Background: an optimization exercise with open tools, aiming at small area. Do not read the settings as production practice.
In this exercise RTL edits were held to simulation tests only and were not proved equivalent to the original.
Power is estimated from default activity; no workload was simulated.

--- flow/design.v ---
module cic5_f32 #(
    parameter INI = 0
) (
    input  wire        clk,
    input  wire        rst,
    input  wire        ph0,
    input  wire        ld,
    input  wire        yld,        
    input  wire [5:0]  ldig,
    input  wire [40:0] dval,
    input  wire        ini_step,
    input  wire        ini_bit,
    input  wire [5:0]  sc,         
    output reg         busy,
    output reg  [41:0] rem,
    output wire [31:0] result
);
    function automatic [24:0] add24(input [23:0] a, input [23:0] b, input ci);
        integer n;
        reg cc;
        begin
            cc = ci;
            for (n = 0; n < 24; n = n + 1) begin
                add24[n] = a[n] ^ b[n] ^ cc;
                cc = (a[n] & b[n]) | (a[n] & cc) | (b[n] & cc);
            end
            add24[24] = cc;
        end
    endfunction
    reg  [23:0] f;         
    reg  [5:0]  e6;        
    wire        fnd = |e6;   
    reg         sgn;
    reg         rz;        
    reg         rnd, rq;   
    wire        add  = (INI != 0 && ini_step) | rem[41] | (sgn & rz);
    wire [41:0] x    = {rem[40:0], 1'b0};
    wire [41:0] bop  = add ? {1'b0, dval} : ~{1'b0, dval};
    wire [24:0] lo = add24(x[23:0], bop[23:0], ~add);
    wire [24:0] h0 = add24({6'd0, x[41:24]}, {6'd0, bop[41:24]}, 1'b0);
    wire [17:0] pre;
    assign pre[0] = lo[24];
    genvar g;
    generate for (g = 1; g < 18; g = g + 1) begin : g_pre
        assign pre[g] = lo[24] & (&h0[g-1:0]);
    end endgenerate
    wire [41:0] sum  = {h0[17:0] ^ pre, lo[23:0]};
    wire        sz   = (sum == 42'd0);
    wire        c    = sgn ? (sum[41] | sz) : ~sum[41];
    wire        ru   = c & (~sz | f[0]);
    wire [23:0] finc = {1'b0, f[22:0]} + {23'd0, rq};
    generate
        if (INI != 0) begin : g_ini
            always @(posedge clk)
                rem <= ld ? {ldig, rem[41:6]} : ((ini_step & ~ini_bit) ? x : sum);
        end else begin : g_noini
            always @(posedge clk)
                rem <= ld ? {ldig, rem[41:6]} : sum;
        end
    endgenerate
    always @(posedge clk) begin
        rz <= ~ld & sz;
    end
    always @(posedge clk) begin
        if (rst) begin
            busy <= 1'b0;
        end else if (yld) begin
            sgn  <= ldig[5];
            busy <= 1'b1;
            e6   <= 6'd0;
            f    <= 24'd0;
            rnd  <= 1'b0;
        end else if (busy) begin
            if (!f[23]) begin
                f   <= {f[22:0], c};
                if (!fnd && c) e6 <= ~sc;
                if (!fnd && !c && sc == 6'd41) busy <= 1'b0;
            end else if (!rnd) begin
                rnd <= 1'b1;
                rq  <= ru;
            end else begin
                f[22:0] <= finc[22:0];
                e6      <= e6 + {5'd0, finc[23]};
                busy    <= 1'b0;
            end
        end
    end
    assign result = {sgn, 1'b0, f[23], e6, f[22:0]};
endmodule
module cic5_lane #(
    parameter INI = 0
) (
    input  wire        clk,
    input  wire        rst,
    input  wire        ph0,        
    input  wire        fresh,      
    input  wire        act,        
    input  wire        cact,       
    input  wire        xb,         
    input  wire [40:0] dval,       
    input  wire        ini_clr,    
    input  wire        ini_step,   
    input  wire        ini_bit,
    input  wire [5:0]  sc,
    output wire        busy,
    output wire [41:0] rem,
    output wire [31:0] result
);
    wire [5:0] m = {6{~fresh}};
    function automatic [6:0] add6(input [5:0] a, input [5:0] b, input ci);
        integer n;
        reg cc;
        begin
            cc = ci;
            for (n = 0; n < 6; n = n + 1) begin
                add6[n] = a[n] ^ b[n] ^ cc;
                cc = (a[n] & b[n]) | (a[n] & cc) | (b[n] & cc);
            end
            add6[6] = cc;
        end
    endfunction
    reg  [41:0] i1, i2, i3, i4, a5;
    reg         k1, k2, k3, k4, k5;
    wire [6:0]  t1 = add6(i1[5:0] & m, {6{act & ~xb}}, ph0 ? (act & xb) : k1);
    wire [6:0]  t2 = add6(i2[5:0] & m, {6{act}} & t1[5:0], ~ph0 & k2);
    wire [6:0]  t3 = add6(i3[5:0] & m, {6{act}} & t2[5:0], ~ph0 & k3);
    wire [6:0]  t4 = add6(i4[5:0] & m, {6{act}} & t3[5:0], ~ph0 & k4);
    wire [6:0]  t5 = add6(a5[5:0] & m, {6{act}} & t4[5:0], ~ph0 & k5);
    reg  [41:0] d2, d3, d4, d5;
    reg         b2, b3, b4, b5;
    wire [5:0]  e2 = d2[5:0] & m, e3 = d3[5:0] & m,
                e4 = d4[5:0] & m, e5 = d5[5:0] & m;
    wire [6:0]  u2 = add6(t5[5:0], ~e2, ph0 | b2);
    wire [6:0]  u3 = add6(u2[5:0], ~e3, ph0 | b3);
    wire [6:0]  u4 = add6(u3[5:0], ~e4, ph0 | b4);
    wire [6:0]  u5 = add6(u4[5:0], ~e5, ph0 | b5);
    always @(posedge clk) begin
        i1 <= {t1[5:0], i1[41:6]}; k1 <= t1[6];
        i2 <= {t2[5:0], i2[41:6]}; k2 <= t2[6];
        i3 <= {t3[5:0], i3[41:6]}; k3 <= t3[6];
        i4 <= {t4[5:0], i4[41:6]}; k4 <= t4[6];
        a5 <= {t5[5:0] & {6{~cact}}, a5[41:6]}; k5 <= t5[6];
        d2 <= {cact ? t5[5:0] : e2, d2[41:6]}; b2 <= u2[6];
        d3 <= {cact ? u2[5:0] : e3, d3[41:6]}; b3 <= u3[6];
        d4 <= {cact ? u3[5:0] : e4, d4[41:6]}; b4 <= u4[6];
        d5 <= {cact ? u4[5:0] : e5, d5[41:6]}; b5 <= u5[6];
    end
    cic5_f32 #(.INI(INI)) u_f32 (
        .clk      (clk),
        .rst      (rst),
        .ph0      (ph0),
        .ld       (cact | ini_clr),
        .yld      (cact),
        .ldig     (ini_clr ? 6'd0 : u5[5:0]),
        .dval     (dval),
        .ini_step (ini_step),
        .ini_bit  (ini_bit),
        .sc       (sc),
        .busy     (busy),
        .rem      (rem),
        .result   (result)
    );
endmodule
module cic5_group #(
    parameter LANES = 4
) (
    input  wire                clk,
    input  wire                rst,         
    input  wire [8:0]          cfg_r,       
    input  wire                bit_valid,
    input  wire [LANES-1:0]    bit_in,
    output reg                 out_valid,
    output wire [32*LANES-1:0] out_data,
    output reg  [LANES-1:0]    out_ovr
);
    reg  [2:0] ph;
    reg        fresh;
    wire       ph0 = (ph == 3'd0);
    wire       ph6 = (ph == 3'd6);
    always @(posedge clk) begin
        if (rst) begin
            ph    <= 3'd0;
            fresh <= 1'b1;
        end else begin
            ph <= ph6 ? 3'd0 : ph + 3'd1;
            if (ph6) fresh <= 1'b0;
        end
    end
    wire       bv   = bit_valid & ~rst;
    reg  [8:0] phase;
    wire [8:0] pinc = phase + 9'd1;
    wire       dec  = (pinc == cfg_r);
    reg                 pv, pdec, act, cact;
    reg  [LANES-1:0]    pb, xb;
    always @(posedge clk) begin
        if (rst) begin
            phase <= 9'd0;
            pv    <= 1'b0;
            act   <= 1'b0;
            cact  <= 1'b0;
        end else begin
            if (bv) phase <= dec ? 9'd0 : pinc;
            if (ph6) begin
                act  <= pv | bv;
                cact <= bv ? dec : (pv & pdec);
                xb   <= bv ? bit_in : pb;
                pv   <= 1'b0;
            end else if (bv) begin
                pv   <= 1'b1;
                pdec <= dec;
            end
        end
        if (bv) pb <= bit_in;
    end
    reg  [5:0]  sc;
    always @(posedge clk)
        sc <= rst ? 6'd0 : (cact & ph6) ? 6'd1 : sc + 6'd1;
    reg         ini, wrap;
    reg  [40:0] dval;
    wire [41:0] rem0;
    wire        ini_clr  = ini & ~wrap & (sc[3:0] < 4'd7);
    wire        ini_step = ini & ~wrap & (sc[3:0] >= 4'd7);
    wire        ini_bit  = cfg_r[~sc[3:0]];
    wire        ini_cp   = ini & (sc[3:0] == 4'd0) & (wrap | (sc[5:4] != 2'd0));
    always @(posedge clk) begin
        if (rst) begin
            ini  <= 1'b1;
            wrap <= 1'b0;
            dval <= {32'd0, cfg_r};
        end else begin
            if (ini && sc == 6'd63) wrap <= 1'b1;
            if (ini_cp) begin
                dval <= rem0[40:0];
                if (wrap) ini <= 1'b0;
            end
        end
    end
    reg  [4:0] thr;
    integer k;
    always @(*) begin
        thr = 5'd0;
        for (k = 0; k < 21; k = k + 1)
            if (cfg_r >= (25 * k) / 2 + 1) thr = k + 1;
    end
    reg  [10*LANES-1:0] cnt;        
    reg  [1:0]          sl;
    wire                wact  = act & ~ph[2];
    wire                clr   = fresh & ~ph[2];       
    wire [4:0]          co    = cnt[4:0] & {5{~clr}};
    wire [4:0]          cz    = cnt[9:5] & {5{~clr}};
    wire                cb    = xb[sl];
    wire [4:0]          co_n  = co + {4'd0, cb & (co != thr)};
    wire [4:0]          cz_n  = cz + {4'd0, ~cb & (cz != thr)};
    wire [9:0]          slot  = ~wact ? {cz, co} : (cact ? 10'd0 : {cz_n, co_n});
    always @(posedge clk) begin
        cnt <= {slot, cnt[10*LANES-1:10]};
        if (wact && cact) out_ovr[sl] <= (co_n != thr) | (cz_n != thr);
        sl <= rst ? 2'd0 : sl + 2'd1;
    end
    wire [LANES-1:0] busy;
    reg              pend;
    always @(posedge clk) begin
        if (rst) begin
            pend      <= 1'b0;
            out_valid <= 1'b0;
        end else begin
            out_valid <= 1'b0;
            if (cact && ph6)
                pend <= 1'b1;
            else if (pend && busy == {LANES{1'b0}}) begin
                pend      <= 1'b0;
                out_valid <= 1'b1;
            end
        end
    end
    genvar i;
    generate
        for (i = 0; i < LANES; i = i + 1) begin : g_lane
            wire [41:0] rem;
            cic5_lane #(.INI(i == 0)) u_lane (
                .clk      (clk),
                .rst      (rst),
                .ph0      (ph0),
                .fresh    (fresh),
                .act      (act),
                .cact     (cact),
                .xb       (xb[i]),
                .dval     (dval),
                .ini_clr  (i == 0 ? ini_clr  : 1'b0),
                .ini_step (i == 0 ? ini_step : 1'b0),
                .ini_bit  (ini_bit),
                .sc       (sc),
                .busy     (busy[i]),
                .rem      (rem),
                .result   (out_data[32*i +: 32])
            );
        end
    endgenerate
    assign rem0 = g_lane[0].rem;
endmodule
--- flow/flow/run.sh ---
#!/bin/bash
# Layout flow: the standard flow (standard.sh, all steps), with two
# changes to how the layout is made:
#  - the input and output port buffers use the smallest buffer cell
#    (sky130_fd_sc_hd__buf_1) instead of the default delay buffer;
#  - clock tree synthesis inserts no dummy loads and clusters up to 25
#    flip-flops within 120 um per leaf buffer.
# The make output goes to standard.log; ORFS keeps each step's full log
# under orfs/logs/.
set -euo pipefail
cat >> config.mk <<'EOC'
export BUFFER_PORTS_ARGS = -buffer_cell sky130_fd_sc_hd__buf_1
export CTS_ARGS = -sink_clustering_enable -repair_clock_nets -sink_clustering_size 25 -sink_clustering_max_diameter 120 -dont_use_dummy_load
EOC
bash standard.sh > standard.log 2>&1
--- flow/standard.sh ---
#!/bin/bash
# synth_recipe.tcl (not shown) runs the flow's synth.tcl, then flattens the netlist and writes it again
# the make line also repeats each setting of config.mk as NAME=value (left out here)
make -C /OpenROAD-flow-scripts/flow DESIGN_CONFIG=/design/flow/config.mk WORK_HOME=/design/flow/orfs CLKGATE_MAP_FILE= SYNTH_SCRIPT=/design/flow/synth_recipe.tcl "${@:-finish}"
--- flow/config.mk ---
export PLATFORM = sky130hd
export DESIGN_NAME = cic5_group
export DESIGN_NICKNAME = cic5_group
export VERILOG_FILES = /design/flow/design.v
export SDC_FILE = /design/flow/constraint.sdc
export NUM_CORES = 4
export LEC_CHECK = 0
export CAP_MARGIN = 20
export CORE_MARGIN = 2
export CORE_UTILIZATION = 40
export CTS_CLUSTER_DIAMETER = 120
export CTS_CLUSTER_SIZE = 25
export PLACE_DENSITY = 0.6
export SLEW_MARGIN = 20
export BUFFER_PORTS_ARGS = -buffer_cell sky130_fd_sc_hd__buf_1
export CTS_ARGS = -sink_clustering_enable -repair_clock_nets -sink_clustering_size 25 -sink_clustering_max_diameter 120 -dont_use_dummy_load
--- flow/constraint.sdc ---
create_clock -name core_clock -period 15.0 [get_ports {clk}]
set_input_delay 3.0000 -clock core_clock [delete_from_list [all_inputs] [get_ports {clk}]]
set_output_delay 3.0000 -clock core_clock [all_outputs]
set_load 0.01 [all_outputs]
==> run notes <==
==> worst max-delay path by stage <==
stage / from / endpoint / depth (start not counted)
2_1_floorplan: g_lane[3].u_lane.u_f32.sgn / g_lane[3].u_lane.u_f32.e6[0] / 37
3_3_place_gp: g_lane[3].u_lane.u_f32.sgn / g_lane[3].u_lane.u_f32.e6[0] / 34
3_5_place_dp: g_lane[3].u_lane.u_f32.sgn / g_lane[3].u_lane.u_f32.e6[0] / 34
4_1_cts: g_lane[3].u_lane.u_f32.sgn / g_lane[3].u_lane.u_f32.e6[0] / 34
5_1_grt: g_lane[3].u_lane.u_f32.sgn / g_lane[3].u_lane.u_f32.e6[4] / 34
6_report: g_lane[3].u_lane.u_f32.sgn / g_lane[3].u_lane.u_f32.e6[0] / 34
==> metrics by stage <==
stage          cells  utilization, %  hold WS, ns
6_report        7565            43.3        0.271
5_1_grt         7564            43.3        0.283
4_1_cts         7564            43.3        0.272
3_5_place_dp    7475            41.9        0.312
3_3_place_gp    7475            41.9        0.310
2_1_floorplan   5372               -        0.310
==> critical path: cells and delay by family (launching register included) <==
family	cells	cell delay, ns
compound gates	2	1.08
xor+xnor	1	0.24
fa+ha+maj	24	10.55
buf+inv	2	0.14
flops	1	0.51
simple gates	5	1.38
==> cell usage in the layout, fill, tap and decap left out, drive strengths merged, types with 33 or more instances in the layout <==
master,n
a211oi,41
fa,372
and2,58
o21ai,265
xnor2,179
buf,185
nand4,54
ha,43
xor2,123
dfxtp,1828
inv,324
a21oi,153
nor2b,166
nand3,107
mux2i,91
nor3,47
mux2,33
nand2,555
edfxtp,150
clkbuf,89
nor2,237
==> power by group <==
part	internal [W]	switching (W)	leakage (nW)	total, W
clock	0.00106	0.00153	1.10	0.00259
combinational	0.00145	0.00179	10.0	0.00324
sequential	0.00557	0.000129	16.1	0.00570
total	0.00808	0.00345	27.2	0.0115
==> layout make-up <==
| class | instances | area [sq um] | share of cell area (%) |
|---|---|---|---|
| Timing Repair Buffer | 185 | 875 | 1.24 |
| Sequential cell | 1978 | 41100 | 58.5 |
| Tap cell | 2175 | 2720 | 3.87 |
| Clock buffer | 89 | 2230 | 3.17 |
| Inverter | 324 | 1230 | 1.74 |
| Multi-Input combinational cell | 2813 | 22200 | 31.5 |
| Antenna cell | 1 | 2.50 | 0.00356 |
==> per-layer routing <==
metal	vias up	global-route usage [%]	share of wire [%]
li1	17278	-	-
met1	17282	20.6	48
met2	586	23.5	46
met3	193	2.03	3.7
met4	0	4.38	2.9
met5	-	0	0
==> logic make-up after synthesis <==
group           synth area share (%)
buf+inv                         3.45
xor+xnor                        4.12
other cells                  0.00573
simple gates                    10.1
compound gates                  5.26
flops                           62.8
fa+ha+maj                       12.2
mux                             2.07
==> impl_metrics.csv <==
group,metric,value,unit
global_route,vias_in_the_first_global_route,35171,
min_path,holdCritStartpoint,"g_lane[2].u_lane.d4[24]",
layout,drive_gt1_share,3.84,%
timing,timing.final.crit_share,94.9,%
power_and_ir_drop,power.density,164,nW/um^2
layout,layout.cell_area.non_filler,70300,sq um
place,globalplace.congestion,0.885,
route,avgRoutedWirePerCell,16.2,um
setup_path,master_of_the_slowest_instance_on_the_critical_path,"o31ai_1",
setup_path,regToRegSetupSlack,0.77,ns
cts,worst_setup_hold_path_clk_slew,0.11,ns
power_and_ir_drop,peakVddDrop,0.113,mV
setup_path,max_stage_delay,0.77,ns
setup_path,critical_path_arrival,14.57,ns
route,vias,35339,
global_route,grt_first_pass_wirelength,197,mm
floorplanning,chipHeight,408,um
cts,post_cts_resized,0,
setup_path,critical_path_required,15.34,ns
cts,cts_buffer_depth,3,
route,first_pass_iters,6,
timing,finalMaxSlewViolations,0,
cts,worst_skew_pair.late_latency,0.73,ns
yosys,syn_area_per_cell,12.2,sq um
yosys,post-synth-top-count-cell,"dfxtp_1",
yosys,yosys_warnings,5,
timing,timing_worst_slew_pin_value,1.08,ns
yosys,seq_area_frac_synth,62.8,%
setup_path,reg2reg_to,"g_lane[3].u_lane.u_f32.e6[0]",
layout,fillers,15121,
yosys,synth_edf_count,150,
yosys,post_syn_area,65400,sq um
setup_path,timing.critical_path.mode_cell,"fa_1",
min_path,count_of_cells_along_the_worst_hold_path,0,
min_path,holdCritPathClass,"reg -> reg",
cts,cts-htree-levels,3,
yosys,postSynthRegisterBits,1978,
setup_path,setup.worst_path.class,"reg -> reg",
setup_path,crit_path_start_kind,"flop",
place,placement.io_buffers,144,
setup_path,regToRegStartpoint,"g_lane[3].u_lane.u_f32.sgn",
run,timing.max_cap.violations,0,
timing,skew,0.0785,ns
floorplanning,placement_rows,148,
layout,final_net_count,5822,
cts,cts_hold_buf,0,
min_path,min_delay_worst_endpoint,"g_lane[2].u_lane.d4[18]",
floorplanning,chipWidth,408,um
global_route,grt_antenna_before_repair,3,
timing,max_freq,0.0703,GHz
route,postRouteWirelength,123,mm
cts,root_buffer,"clkbuf_16",
run_status,result_of_the_run,"finished clean",
floorplanning,dieArea,167000,sq um
setup_path,worstSetupEndpointType,"flop",
floorplanning,ioPinCount,149,
yosys,post_synth_most_frequent_cells,"dfxtp_1 (1828), nand2_1 (555), fa_1 (372)",
timing,finalHoldViolations,0,
yosys,fraction_of_registers_with_async_set_reset,0,%
timing,setup-violations-final,0,
layout,areaGrowthSynthToFinish,7.47,%
power_and_ir_drop,fin_total_pwr,0.0115,W
timing,totalNegativeSetupSlack,0,ns
yosys,post-synth-top-area-fraction,55.9,%
place,detailedPlacementHpwl,85.0,mm
route,vias_per_cell,4.67,
global_route,groute.usage.overall,14.7,%
cts,cts_tree,"built",
yosys,synth.largest_area_cell,"dfxtp_1",
yosys,synthDistinctLibCells,91,
cts,cts_made_buffers,89,
global_route,grt_start_max_net_pins,170,
floorplanning,core-area,163000,sq um
global_route,grt_remaining_overflow,0,
timing,grt_setup_unrepaired,"no",
place,post_dp_cell_area,68100,sq um
cts,cts_sinks,1978,
cts,cts_setup_buffers,0,
timing,post-route-min-period,14.23,ns
timing,timing.max_slew.rel_slack,27.8,%
route,ant_nets,0,
route,first_iter_violations,2234,
setup_path,timing.critical_path.fanout_max,6,
floorplanning,floorplan.initialDensity,40.3,%
setup_path,r2r_cells,34,
timing,post-route-worst-setup-slack,0.766,ns
route,residual_drc,0,
yosys,ys_top_cells_by_area,"dfxtp_1 (56%), fa_1 (11%), edfxtp_1 (6.9%), nand2_1 (3.2%), xnor2_1 (2.4%)",
yosys,ys_dominant_reg_cell,"dfxtp_1",
yosys,syn_inst,5369,
place,place_ws,0.672,ns
power_and_ir_drop,power.static_leakage,27.2,nW

==> what the ideal ports hide <==
No port has a modelled driver above. Below, the same layout with a new extraction and two added sets of constraints. Step 1 (the two cells are an assumption about what drives the block):
set clk [get_ports {clk}]
set_driving_cell -lib_cell sky130_fd_sc_hd__clkbuf_16 $clk
set_driving_cell -lib_cell sky130_fd_sc_hd__buf_2 [delete_from_list [all_inputs] $clk]
Step 2 moves the port delays by t, midway between the first and last clock arrival at a register: inputs arrive t later, outputs are due t later. That takes back most of the time a late clock gives input paths. Slacks: no drivers / after step 1 / after step 2; pairs: no drivers / after step 1.
shift t [ns]: 0.751
slack for setup (ns): 0.766 / 0.766 / 0.766
clock arrival spread, ns: 0.094 / 0.094
worst register clock-pin slew, ns: 0.11 / 0.11
cell pins on the clock port's net: 1
After both steps this run still meets setup and hold. For this run, drivers alone change the setup slack by 0.000 ns; drivers and shift together by 0.000 ns.
